Source: an optimization exercise on an open RTL-to-GDS flow (aim: a short achievable clock period and few clock cycles per item). Production flows keep margins and buffers that such runs may drop.
Only simulation tests tie the RTL to the original design; equivalence was not proved.
Power figures rest on the tool's default switching activity, not on a simulated workload.

## design/flow/run.sh

```bash
#!/bin/bash
# synth_recipe.tcl (not shown) runs the flow's synth.tcl, then flattens the netlist and writes it again
# the make line also repeats each setting of config.mk as NAME=value (left out here)
make -C /OpenROAD-flow-scripts/flow DESIGN_CONFIG=/design/flow/config.mk WORK_HOME=/design/flow/orfs CLKGATE_MAP_FILE= SYNTH_SCRIPT=/design/flow/synth_recipe.tcl finish
```

## design/flow/config.mk

```make
export PLATFORM = sky130hd
export DESIGN_NAME = flw_dec
export DESIGN_NICKNAME = flw_dec
export VERILOG_FILES = /design/flow/design.v
export SDC_FILE = /design/flow/constraint.sdc
export NUM_CORES = 4
export LEC_CHECK = 0
export ABC_CLOCK_PERIOD_IN_PS = 3000
export CAP_MARGIN = 20
export CORE_MARGIN = 2
export CORE_UTILIZATION = 35
export GPL_TIMING_DRIVEN = 1
export PLACE_DENSITY = 0.45
export SETUP_SLACK_MARGIN = 5
export SLEW_MARGIN = 20
```

## design/flow/constraint.sdc

```tcl
create_clock -name core_clock -period 12.0 [get_ports {clk}]
set_input_delay 2.4000 -clock core_clock [delete_from_list [all_inputs] [get_ports {clk}]]
set_output_delay 2.4000 -clock core_clock [all_outputs]
set_load 0.01 [all_outputs]
```

## design/flow/design.v

```verilog
module flw_dec (
    input  wire        clk,
    input  wire        rst,
    input  wire        in_valid,
    input  wire [7:0]  in_data,
    input  wire        in_last,
    output wire        in_ready,
    output reg         out_valid,
    output reg  [7:0]  out_data,
    output reg         done,
    output reg         res_ok,
    output reg  [3:0]  res_cause,
    output reg  [31:0] res_pos,
    output reg  [31:0] res_orig,
    output reg         mem_wr_en,
    output reg  [15:0] mem_wr_addr,
    output reg  [7:0]  mem_wr_data,
    output reg         mem_rd_en,
    output reg  [15:0] mem_rd_addr,
    input  wire [7:0]  mem_rd_data
);
    localparam [3:0] S_HDR    = 4'd0,
                     S_BH     = 4'd1,
                     S_STORED = 4'd2,
                     S_TOK    = 4'd3,
                     S_LEXT   = 4'd4,
                     S_LIT    = 4'd5,
                     S_DIST   = 4'd6,
                     S_MEXT   = 4'd7,
                     S_LCHK   = 4'd8,
                     S_TRL    = 4'd9,
                     S_DRAIN  = 4'd10,
                     S_MCHK   = 4'd11,
                     S_BEND   = 4'd12,
                     S_FIN    = 4'd13;
    localparam [1:0] K_LIT = 2'd0, K_MATCH = 2'd1, K_BEND = 2'd2;
    localparam [1:0] P_LIT = 2'd0, P_RAM = 2'd1, P_HIST = 2'd2, P_BEND = 2'd3;
    localparam [31:0] CRC_POLY = 32'h82F63B78;    
    function [31:0] crc8;
        input [31:0] c;
        input [7:0]  d;
        integer k;
        begin
            crc8 = c ^ {24'd0, d};
            for (k = 0; k < 8; k = k + 1)
                crc8 = crc8[0] ? ((crc8 >> 1) ^ CRC_POLY) : (crc8 >> 1);
        end
    endfunction
    reg [8:0] ib_mem0, ib_mem1;
    reg       ib_wp, ib_rp;
    reg [1:0] ib_cnt;
    reg       in_ready_q;
    assign in_ready = in_ready_q;
    wire       in_take = in_valid && in_ready_q;
    wire       bv      = (ib_cnt != 2'd0);
    wire [8:0] ib_head = ib_rp ? ib_mem1 : ib_mem0;
    wire [7:0] b       = ib_head[7:0];
    wire       bl      = ib_head[8];
    localparam QD = 8;
    localparam QA = 3;
    reg [65:0]   q_mem [0:QD-1];
    reg [QA-1:0] q_wp, q_rp;
    reg [QA:0]   q_cnt;
    wire         q_full  = (q_cnt == QD);
    wire         q_empty = (q_cnt == 0);
    wire [65:0]  q_head  = q_mem[q_rp];
    reg [3:0]  state;
    reg [3:0]  idx;
    reg [95:0] fld;
    reg [31:0] spos;          
    reg [31:0] ipos;          
    reg [31:0] tokpos;        
    reg [15:0] wmask;         
    reg [31:0] sched;         
    reg [31:0] bcrc;
    reg [16:0] oroom;         
    reg [16:0] body_rem;      
    reg        br0, br1;      
    reg [4:0]  mf;
    reg [20:0] vint;
    reg [21:0] lreg;          
    reg [16:0] cnt;           
    reg        cnt1;          
    reg [7:0]  mdist_lo;
    reg        pend_last;     
    reg [3:0]  err_cause;
    reg [31:0] err_pos;
    reg [3:0]  fin_cause;
    reg [31:0] fin_pos;
    reg        bfail;
    reg [31:0] bfail_pos;
    reg [31:0] verified;
    reg [31:0] crc_s;
    wire       be_idle;
    wire needs_body = (state == S_TOK) || (state == S_LEXT) ||
                      (state == S_DIST) || (state == S_MEXT);
    wire in_body    = needs_body || (state == S_LIT) || (state == S_STORED);
    wire body_out   = needs_body && br0;
    wire pushes     = (state == S_STORED) || (state == S_LIT) || (state == S_TOK) ||
                      (state == S_DIST);
    wire consuming  = (state != S_LCHK) && (state != S_MCHK) && (state != S_BEND) &&
                      (state != S_FIN) && !body_out &&
                      !(pushes && q_full) &&
                      !(state == S_TRL && idx == 4'd11 && !be_idle);
    wire take       = bv && consuming;
    wire [95:0] fld_n = {b, fld[95:8]};
    wire [16:0] rem_n = body_rem - 17'd1;
    wire [31:0] bh_w0 = fld_n[31:0];
    wire [31:0] bh_w1 = fld_n[63:32];
    wire [31:0] bh_w2 = fld_n[95:64];
    wire [1:0]  bh_kind = bh_w0[31:30];
    wire [23:0] bh_body = bh_w0[23:0];
    wire [23:0] bh_orig = bh_w1[23:0];
    wire bh_bad = (bh_kind == 2'b11) ||
                  (bh_w0[29:24] != 6'd0) || (bh_w1[31:24] != 8'd0) ||
                  (bh_body > 24'd65536) ||
                  (bh_kind != 2'b10 && bh_orig > 24'd65536) ||
                  (bh_kind == 2'b01 && bh_body != bh_orig) ||
                  (bh_kind == 2'b00 && bh_body >= bh_orig) ||
                  (bh_kind != 2'b10 && bh_orig == 24'd0) ||
                  (bh_kind == 2'b10 && (bh_body != 24'd0 || bh_orig != 24'd0 ||
                                        bh_w2 != 32'd0));
    wire [20:0] vint_n = vint | ({14'd0, b[6:0]} << (7 * idx));
    wire [15:0] dm1     = {b, mdist_lo};              
    wire        dist_bad = (sched[31:16] == 16'd0 && dm1 >= sched[15:0]) ||
                           ((dm1 & wmask) != 16'd0);
    wire [15:0] msrc    = sched[15:0] + ~dm1;         
    wire [21:0] len_dist = {17'd0, mf} + 22'd3;
    reg        q_push;
    reg [65:0] q_in;
    reg        m_active;
    reg [15:0] m_src;
    reg [15:0] m_cnt;          
    reg        m_one;          
    reg [1:0]  m_p;            
    reg [1:0]  m_h;            
    reg        s1_v;  reg [1:0] s1_k;  reg [7:0] s1_d;  reg [63:0] s1_x;
    reg        s2_v;  reg [1:0] s2_k;  reg [7:0] s2_d;  reg [63:0] s2_x;
    reg        s3_v;  reg [1:0] s3_k;  reg [7:0] s3_d;  reg [63:0] s3_x;
    reg [7:0]  rdq;
    reg        s4_bend; reg [63:0] s4_x;
    reg [7:0]  hist0, hist1, hist2;
    reg [15:0] opos;
    reg [31:0] ocount;
    reg [31:0] crc_b;
    assign be_idle = q_empty && !m_active && !s1_v && !s2_v && !s3_v &&
                     !out_valid && !s4_bend;
    wire [7:0] s3_val = (s3_k == P_RAM)  ? rdq :
                        (s3_k == P_HIST) ? (s3_d[1:0] == 2'd0 ? hist0 :
                                            s3_d[1:0] == 2'd1 ? hist1 : hist2) :
                        s3_d;
    task push;
        input [1:0]  kind;
        input [63:0] x;
        begin
            q_push = 1'b1;
            q_in   = {kind, x};
        end
    endtask
    task finish;
        input [3:0]  cause;
        input [31:0] pos;
        begin
            fin_cause <= cause;
            fin_pos   <= pos;
            state     <= S_FIN;
        end
    endtask
    task reject;
        input [3:0]  cause;
        input [31:0] pos;
        input        last;
        begin
            if (last)
                finish(cause, pos);
            else begin
                err_cause <= cause;
                err_pos   <= pos;
                state     <= S_DRAIN;
            end
        end
    endtask
    task go;
        input [3:0]  next;
        input        last;
        input [31:0] fpos;
        begin
            if (last)
                finish(4'd8, fpos);
            else
                state <= next;
        end
    endtask
    task lit_known;
        input [21:0] L;
        input [16:0] r;
        input [4:0]  mfv;
        input [31:0] pos;
        input        last;
        input [31:0] fpos;
        begin
            if (L > {5'd0, r} || L > {5'd0, oroom})
                reject(4'd4, pos, last);
            else if (L == {5'd0, r}) begin
                if (mfv != 5'd0 || L != {5'd0, oroom})
                    reject(4'd4, pos, last);
                else if (L == 22'd0) begin
                    push(K_BEND, {ipos, bcrc});
                    idx <= 4'd0;
                    go(S_BH, last, fpos);
                end else begin
                    cnt  <= L[16:0];
                    cnt1 <= (L == 22'd1);
                    go(S_LIT, last, fpos);
                end
            end else if (L == 22'd0) begin
                idx <= 4'd0;
                go(S_DIST, last, fpos);
            end else begin
                cnt  <= L[16:0];
                cnt1 <= (L == 22'd1);
                go(S_LIT, last, fpos);
            end
        end
    endtask
    task len_known;
        input [21:0] len;
        input [16:0] r;
        input        last;
        input [31:0] fpos;
        input [15:0] src;
        input [15:0] d1;
        begin
            if (len > {5'd0, oroom})
                reject(4'd4, tokpos, last);
            else if (r == 17'd0 && len != {5'd0, oroom})
                reject(4'd4, tokpos, last);
            else if (last)
                finish(4'd8, fpos);
            else begin
                push(K_MATCH, {29'd0, (d1 < 16'd3), d1[1:0], len[15:0] - 16'd1, src});
                sched <= sched + {10'd0, len};
                oroom <= oroom - len[16:0];
                if (r == 17'd0) begin
                    pend_last <= 1'b0;
                    state     <= S_BEND;
                end else
                    state <= S_TOK;
            end
        end
    endtask
    reg [15:0] msrc_q, mdm1_q;
    always @(posedge clk) begin
        q_push = 1'b0;
        q_in   = 66'd0;
        done   <= 1'b0;
        if (take)
            spos <= spos + 32'd1;
        if (take && in_body) begin
            body_rem <= rem_n;
            br0      <= br1;
            br1      <= (body_rem == 17'd2);
        end
        if (rst) begin
            state    <= S_HDR;
            idx      <= 4'd0;
            spos     <= 32'd0;
            sched    <= 32'd0;
            done     <= 1'b0;
            res_ok   <= 1'b0;
            res_cause <= 4'd0;
            res_pos  <= 32'd0;
            res_orig <= 32'd0;
        end else begin
            case (state)
            S_HDR: if (take) begin
                fld <= fld_n;
                idx <= idx + 4'd1;
                if (idx == 4'd3 && fld_n[95:64] != 32'h31574C46)
                    reject(4'd1, 32'd0, bl);
                else if (idx == 4'd4 && (b[7:4] != 4'd0 || b[3:0] > 4'd9))
                    reject(4'd2, 32'd4, bl);
                else if (idx == 4'd5 && (b < 8'd10 || b > 8'd16))
                    reject(4'd2, 32'd5, bl);
                else if (idx == 4'd7 && fld_n[95:80] != 16'd0)
                    reject(4'd2, 32'd6, bl);
                else begin
                    if (idx == 4'd5)
                        wmask <= 16'hFFFF << b[4:0];
                    if (idx == 4'd7) begin
                        idx <= 4'd0;
                        go(S_BH, bl, spos + 32'd1);
                    end else
                        go(S_HDR, bl, spos + 32'd1);
                end
            end
            S_BH: if (take) begin
                fld <= fld_n;
                idx <= idx + 4'd1;
                if (idx == 4'd0)
                    ipos <= spos;
                if (idx == 4'd11) begin
                    oroom    <= bh_orig[16:0];
                    body_rem <= bh_body[16:0];
                    br0      <= (bh_body[16:0] == 17'd0);
                    br1      <= (bh_body[16:0] == 17'd1);
                    bcrc     <= bh_w2;
                    idx      <= 4'd0;
                    if (bh_bad)
                        reject(4'd3, ipos, bl);
                    else if (bh_kind == 2'b10)
                        go(S_TRL, bl, spos + 32'd1);
                    else if (bh_kind == 2'b01)
                        go(S_STORED, bl, spos + 32'd1);
                    else if (bh_body == 24'd0)
                        reject(4'd4, ipos, bl);
                    else
                        go(S_TOK, bl, spos + 32'd1);
                end else
                    go(S_BH, bl, spos + 32'd1);
            end
            S_STORED: if (take) begin
                push(K_LIT, {56'd0, b});
                sched <= sched + 32'd1;
                if (br1) begin
                    pend_last <= bl;
                    state     <= S_BEND;
                end else
                    go(S_STORED, bl, spos + 32'd1);
            end
            S_TOK: if (body_out)
                reject(4'd4, tokpos, 1'b0);
            else if (take) begin
                tokpos <= spos;
                mf     <= b[4:0];
                if (b[7:5] == 3'd7) begin
                    idx  <= 4'd0;
                    vint <= 21'd0;
                    go(S_LEXT, bl, spos + 32'd1);
                end else
                    lit_known({19'd0, b[7:5]}, rem_n, b[4:0], spos, bl, spos + 32'd1);
            end
            S_LEXT: if (body_out)
                reject(4'd4, tokpos, 1'b0);
            else if (take) begin
                vint <= vint_n;
                idx  <= idx + 4'd1;
                if (b[7] && idx == 4'd2)
                    reject(4'd4, tokpos, bl);
                else if (b[7])
                    go(S_LEXT, bl, spos + 32'd1);
                else begin
                    lreg      <= {1'b0, vint_n} + 22'd7;
                    pend_last <= bl;
                    state     <= S_LCHK;
                end
            end
            S_LCHK: if (!q_full)
                lit_known(lreg, body_rem, mf, tokpos, pend_last, spos);
            S_LIT: if (take) begin
                push(K_LIT, {56'd0, b});
                sched <= sched + 32'd1;
                oroom <= oroom - 17'd1;
                cnt   <= cnt - 17'd1;
                cnt1  <= (cnt == 17'd2);
                if (cnt1) begin
                    if (br1) begin
                        pend_last <= bl;
                        state     <= S_BEND;
                    end else begin
                        idx <= 4'd0;
                        go(S_DIST, bl, spos + 32'd1);
                    end
                end else
                    go(S_LIT, bl, spos + 32'd1);
            end
            S_DIST: if (body_out)
                reject(4'd4, tokpos, 1'b0);
            else if (take) begin
                idx <= idx + 4'd1;
                if (idx == 4'd0) begin
                    mdist_lo <= b;
                    go(S_DIST, bl, spos + 32'd1);
                end else begin
                    msrc_q <= msrc;
                    mdm1_q <= dm1;
                    if (dist_bad)
                        reject(4'd4, tokpos, bl);
                    else if (mf == 5'd31) begin
                        idx  <= 4'd0;
                        vint <= 21'd0;
                        go(S_MEXT, bl, spos + 32'd1);
                    end else
                        len_known(len_dist, rem_n, bl, spos + 32'd1, msrc, dm1);
                end
            end
            S_MEXT: if (body_out)
                reject(4'd4, tokpos, 1'b0);
            else if (take) begin
                vint <= vint_n;
                idx  <= idx + 4'd1;
                if (b[7] && idx == 4'd2)
                    reject(4'd4, tokpos, bl);
                else if (b[7])
                    go(S_MEXT, bl, spos + 32'd1);
                else begin
                    lreg      <= {1'b0, vint_n} + 22'd34;
                    pend_last <= bl;
                    state     <= S_MCHK;
                end
            end
            S_MCHK: if (!q_full)
                len_known(lreg, body_rem, pend_last, spos, msrc_q, mdm1_q);
            S_BEND: if (!q_full) begin
                push(K_BEND, {ipos, bcrc});
                idx <= 4'd0;
                go(S_BH, pend_last, spos);
            end
            S_TRL: if (take) begin
                fld <= fld_n;
                idx <= idx + 4'd1;
                if (idx == 4'd0)
                    ipos <= spos;
                if (idx == 4'd7 && fld_n[95:32] != {32'd0, sched})
                    reject(4'd6, ipos, bl);
                else if (idx == 4'd11) begin
                    if (bfail)
                        reject(4'd5, bfail_pos, bl);
                    else if (fld_n[95:64] != ~crc_s)
                        reject(4'd7, ipos, bl);
                    else
                        finish(4'd0, 32'd0);
                end else
                    go(S_TRL, bl, spos + 32'd1);
            end
            S_DRAIN: if (take && bl)
                finish(err_cause, err_pos);
            S_FIN: if (be_idle) begin
                done      <= 1'b1;
                res_ok    <= !bfail && fin_cause == 4'd0;
                res_cause <= bfail ? 4'd5 : fin_cause;
                res_pos   <= bfail ? bfail_pos : fin_pos;
                res_orig  <= (bfail || fin_cause != 4'd0) ? verified : sched;
                state     <= S_HDR;
                idx       <= 4'd0;
                spos      <= 32'd0;
                sched     <= 32'd0;
            end
            default: state <= S_HDR;
            endcase
        end
        if (q_push)
            q_mem[q_wp] <= q_in;
        if (rst) begin
            q_wp  <= {QA{1'b0}};
            q_cnt <= {(QA+1){1'b0}};
        end else begin
            if (q_push) q_wp <= q_wp + 1'b1;
            q_cnt <= q_cnt + {{QA{1'b0}}, q_push} - {{QA{1'b0}}, pop};
        end
    end
    wire stream_start = !rst && state == S_FIN && be_idle;
    wire [1:0] ib_cnt_n = ib_cnt + {1'b0, in_take} - {1'b0, take};
    always @(posedge clk) begin
        if (in_take) begin
            if (ib_wp) ib_mem1 <= {in_last, in_data};
            else       ib_mem0 <= {in_last, in_data};
        end
        if (rst) begin
            ib_wp      <= 1'b0;
            ib_rp      <= 1'b0;
            ib_cnt     <= 2'd0;
            in_ready_q <= 1'b0;
        end else begin
            if (in_take) ib_wp <= ~ib_wp;
            if (take)    ib_rp <= ~ib_rp;
            ib_cnt     <= ib_cnt_n;
            in_ready_q <= (ib_cnt_n != 2'd2);
        end
    end
    wire issue_m = m_active;
    wire pop     = !m_active && !q_empty;
    wire [1:0]  h_kind = q_head[65:64];
    wire [15:0] h_src  = q_head[15:0];
    wire [15:0] h_lm1  = q_head[31:16];
    always @(posedge clk) begin
        s1_v     <= issue_m || pop;
        mem_rd_en <= 1'b0;
        if (issue_m) begin
            s1_k        <= m_p;
            s1_d        <= {6'd0, m_h};
            mem_rd_addr <= m_src;
            mem_rd_en   <= (m_p == P_RAM);
            m_src       <= m_src + 16'd1;
            m_cnt       <= m_cnt - 16'd1;
            m_one       <= (m_cnt == 16'd2);
            if (m_one)
                m_active <= 1'b0;
        end else if (pop) begin
            s1_x <= q_head[63:0];
            s1_d <= q_head[7:0];
            case (h_kind)
            K_LIT:   s1_k <= P_LIT;
            K_BEND:  s1_k <= P_BEND;
            default: begin
                s1_k        <= q_head[34] ? P_HIST : P_RAM;
                s1_d        <= {6'd0, q_head[33:32]};
                mem_rd_addr <= h_src;
                mem_rd_en   <= !q_head[34];
                m_active    <= 1'b1;
                m_p         <= q_head[34] ? P_HIST : P_RAM;
                m_h         <= q_head[33:32];
                m_src       <= h_src + 16'd1;
                m_cnt       <= h_lm1;
                m_one       <= (h_lm1 == 16'd1);
            end
            endcase
        end
        s2_v <= s1_v; s2_k <= s1_k; s2_d <= s1_d; s2_x <= s1_x;
        rdq  <= mem_rd_data;
        s3_v <= s2_v; s3_k <= s2_k; s3_d <= s2_d; s3_x <= s2_x;
        out_valid <= s3_v && s3_k != P_BEND;
        out_data  <= s3_val;
        mem_wr_en <= s3_v && s3_k != P_BEND;
        mem_wr_data <= s3_val;
        mem_wr_addr <= opos;
        s4_bend <= s3_v && s3_k == P_BEND;
        s4_x    <= s3_x;
        if (s3_v && s3_k != P_BEND) begin
            opos  <= opos + 16'd1;
            hist0 <= s3_val;
            hist1 <= hist0;
            hist2 <= hist1;
        end
        if (out_valid) begin
            crc_b  <= crc8(crc_b, out_data);
            crc_s  <= crc8(crc_s, out_data);
            ocount <= ocount + 32'd1;
        end
        if (s4_bend) begin
            crc_b <= 32'hFFFFFFFF;
            if (!bfail) begin
                if (~crc_b != s4_x[31:0]) begin
                    bfail     <= 1'b1;
                    bfail_pos <= s4_x[63:32];
                end else
                    verified <= ocount;
            end
        end
        if (rst || stream_start) begin
            crc_b    <= 32'hFFFFFFFF;
            crc_s    <= 32'hFFFFFFFF;
            ocount   <= 32'd0;
            verified <= 32'd0;
            bfail    <= 1'b0;
            opos     <= 16'd0;
        end
        if (rst) begin
            q_rp      <= {QA{1'b0}};
            m_active  <= 1'b0;
            s1_v      <= 1'b0;
            s2_v      <= 1'b0;
            s3_v      <= 1'b0;
            out_valid <= 1'b0;
            mem_wr_en <= 1'b0;
            mem_rd_en <= 1'b0;
            s4_bend   <= 1'b0;
        end else begin
            if (pop)    q_rp <= q_rp + 1'b1;
        end
    end
endmodule
```

==> metrics.md <==
| Metric | Value |
|---|---|
| Post-synth EDFFs | `1119` |
| Most frequent cells in the layout | `1119 x edfxtp_1, 673 x nand2_1, 575 x dfxtp_1` |
| Fin crit share | `0.5563` |
| Net count, final | `7076` |
| Cells after Synth | `6769` |
| CTS Buf Count | `190` |
| IO Pins | `142` |
| Via density per instance | `5.663` |
| Peak supply drop | `0.0002001 V` |
| Vias in the first global route | `55500` |
| DP HPWL | `194100 µm` |
| Sequential share of the synthesized area | `0.5723` |
| CTS Hold Bufs | `0` |
| Worst-path clk slew | `0.06 ns` |
| H-tree depth | `4` |
| DR DRC count | `0` |
| First-pass GRT wire length | `409500 µm` |
| CP Cell Sequence | `buf_4 > mux2i_2 > clkinv_1 > ha_1 > nor2_1 > o221ai_1 > a21oi_1 > o21ai_1 > buf_4 > nor4_2 > buf_4 > or3_2 > o211ai_1 > buf_4 > nor3b_4 > buf_4 > buf_4` |
| Yosys warning total | `1` |
| Port bufs | `141` |
| WL final | `286600 µm` |
| PnR worst setup slack | `5.324 ns` |
| DRT iter0 DRCs | `6296` |
| Core area | `224700 µm²` |
| Largest net degree at the start of global routing | `83` |
| Clk latency of the worst-skew pair | `0.85 ns` |
| Initial antenna violation count | `10` |
| Die Ht | `479.2 µm` |
| Clk_skew | `0.04324 ns` |
| Initial Util | `0.3518` |
| Worst EP arrival | `7.12 ns` |
| Root Buffer | `clkbuf_16` |
| RSZ-0062 raised after global routing | `no` |
| Synth cell types | `103` |
| GR Overflow Total | `0` |
| Lkg Pwr | `29.85 nW` |
| TritonRoute pass-1 iters | `6` |
| Setup violators final | `0` |
| Final ANT Viol Nets | `0` |
| Die ar. | `229600 µm²` |
| Ys flop type | `edfxtp_1` |
| Req. time, crit path | `12.45 ns` |
| Max-cap violation count | `0` |
| Placed cell area | `84330 µm²` |
| Total GRT Usage | `0.2441` |
| Power per Cell Area | `237.1 nW/µm²` |
| TritonCTS Sinks | `1700` |
| Avg WL per Cell | `28.56 µm` |
| Cell repeated most along the worst path | `buf_4` |
| Via count | `56830` |
| Final Instance Area | `90830 µm²` |
| Synthesized area per cell | `11.68 µm²` |
| Setup Buffers After CTS | `0` |
| Maximum fanout along the worst path | `39` |
| Slew @ Worst Pin | `1.235 ns` |
| CTS Buffer Depth | `3` |
| Chip Width | `479.2 µm` |
| Outcome | `complete, no violations` |
| GP Congestion | `0.9493` |
| FF+latch count, synth | `1700` |
| Hold Fails Final Rpt | `0` |
| Slew margin rel. | `0.1693` |
| Max Slew Vio Count | `0` |
| Max Freq | `149.8 MHz` |
| Num rows | `174` |
| Synth Cell Area | `79030 µm²` |
| Most common cell after layout, fill and taps aside | `edfxtp_1` |
| CTS tree | `built` |
| DP Worst Slack | `4.820 ns` |
| Share of cells above drive strength 1 | `0.1169` |
| P&R area growth vs syn | `14.93%` |
| Post-layout minimum cycle time | `6.676 ns` |
| CP Capture Type | `flip-flop` |
| TNS Setup | `0 ns` |
| Slowest-stage cell, CP | `clkinv_1` |
| Hold WC Path Type | `reg2reg` |
| Critical path class | `reg2reg` |
| CP peak stage delay | `0.62 ns` |
| Startpoint Class | `flip-flop` |
| Synth Net Count | `6967` |
| Fraction of registers with async set or reset after synthesis | `0` |
[flip-flops by register name, summed over array words and instances, names as in the netlist, 64 cells and up, named ones only]
register and flops:
fld 88, s4_x 64, s1_x 64, q_mem 528, s3_x 64, s2_x 64
[final timing paths]
| kind | startpoint | end | slack, ns | cells after the start |
|---|---|---|---|---|
| setup / recovery | ib_rp | q_mem[6][44] | 5.32 | 17 |
| hold / removal | s3_x[50] | s4_x[50] | 0.31 | 0 |
| setup reg to reg | ib_rp | q_mem[6][44] | 5.32 | 17 |
| hold reg to reg | s3_x[50] | s4_x[50] | 0.31 | 0 |
[Yosys cell counts, types with 132 or more instances]
library cell,n,share of area
xnor2_1,328,0.036
mux2i_1,226,0.029
clkbuf_1,289,0.014
mux4_2,132,0.038
o21ai_0,379,0.024
nand2_1,674,0.032
dfxtp_1,581,0.15
xor2_1,202,0.022
ha_1,173,0.027
a21oi_1,342,0.022
inv_1,203,0.0096
nor2_1,488,0.023
edfxtp_1,1119,0.43
[final cells by class]
type / count / area [µm²]
Tap cell: 2992 / 3744
Inverter: 212 / 795.8
Multi-Input combinational cell: 4469 / 31920
Sequential cell: 1700 / 45250
Clock buffer: 281 / 5549
Antenna cell: 1 / 2.502
Timing Repair Buffer: 305 / 2663
Clock inverter: 76 / 909.6
Fill cell: 21480 / 133800
[cell families (layout without fill, tap and decap cells)]
logic type,count (synthesis),count (layout),synth area share
buf+inv,601,874,0.02983
xor+xnor,532,532,0.05915
flops,1700,1700,0.5723
other cells,0,1,0
simple gates,1897,1898,0.1127
mux,455,455,0.08012
fa+ha+maj,180,180,0.02891
compound gates,1404,1404,0.1169
[repair_timing]
item | CTS | global route
setup endpoints to repair | 39 | 57
resized for setup | 1 | 1
pin swaps | 1 | 0
cloned | 1 | 0
[routing by layer]
| layer | global-route usage | vias up | part of all wire |
|---|---|---|---|
| met4 | 0.1112 | 2 | 0.051 |
| met3 | 0.04089 | 550 | 0.068 |
| met2 | 0.3780 | 2296 | 0.45 |
| met1 | 0.3346 | 28500 | 0.43 |
| li1 | - | 25480 | - |
| met5 | 0 | - | 0.000024 |
[where the power goes]
| group | switching [W] | internal, W |
|---|---|---|
| combinational | 0.00470 | 0.00278 |
| sequential | 0.000685 | 0.00737 |
| clock | 0.00252 | 0.00348 |
[through the flow]
stage | hold WS [ns] | instances | util | total power (W)
after detailed placement | 0.3121 | 9675 | 0.3753 | 0.01560
after CTS | 0.3067 | 10030 | 0.4041 | 0.02164
final | 0.3126 | 10040 | 0.4043 | 0.02154
after floorplan | 0.3096 | 6769 | - | 0.01303
after global placement | 0.3096 | 9675 | 0.3753 | 0.01560
after global routing | 0.3119 | 10040 | 0.4043 | 0.02257
[worst max-delay path, delay by kind of cell, from the launching register on]
kind | cells | cell delay, ns
mux | 1 | 0.56
compound gates | 4 | 0.87
flops | 1 | 0.30
buf+inv | 7 | 2.88
fa+ha+maj | 1 | 0.42
simple gates | 4 | 1.10
Testbench counts, summed over its fixed seeds: cycles 225,664, bytes 222,265.

==> static timing again, ports no longer ideal <==
How much do the figures lean on ideal ports? The routed layout below was timed once more, with nothing changed but the port constraints.
Step 1: set_driving_cell puts a clkbuf_16 on clk and a buf_2 on each other input, an assumption about the parent block.
Step 2 also shifts input and output timing later by t, the mid clock arrival at the registers, as if the neighbouring blocks saw the same clock.
Three values: ideal, step 1, step 2; two values: the first two.
shift t [ns]: 0.918
slack for setup (ns): 5.324 / 5.324 / 5.324
hold WS [ns]: 0.313 / 0.313 / 0.313
worst setup path at the end: register to register
cell pins on the clock port's net: 1
After both steps setup and hold are still met in this run. For this run, drivers alone change the setup slack by 0.000 ns; drivers and shift together by 0.000 ns.
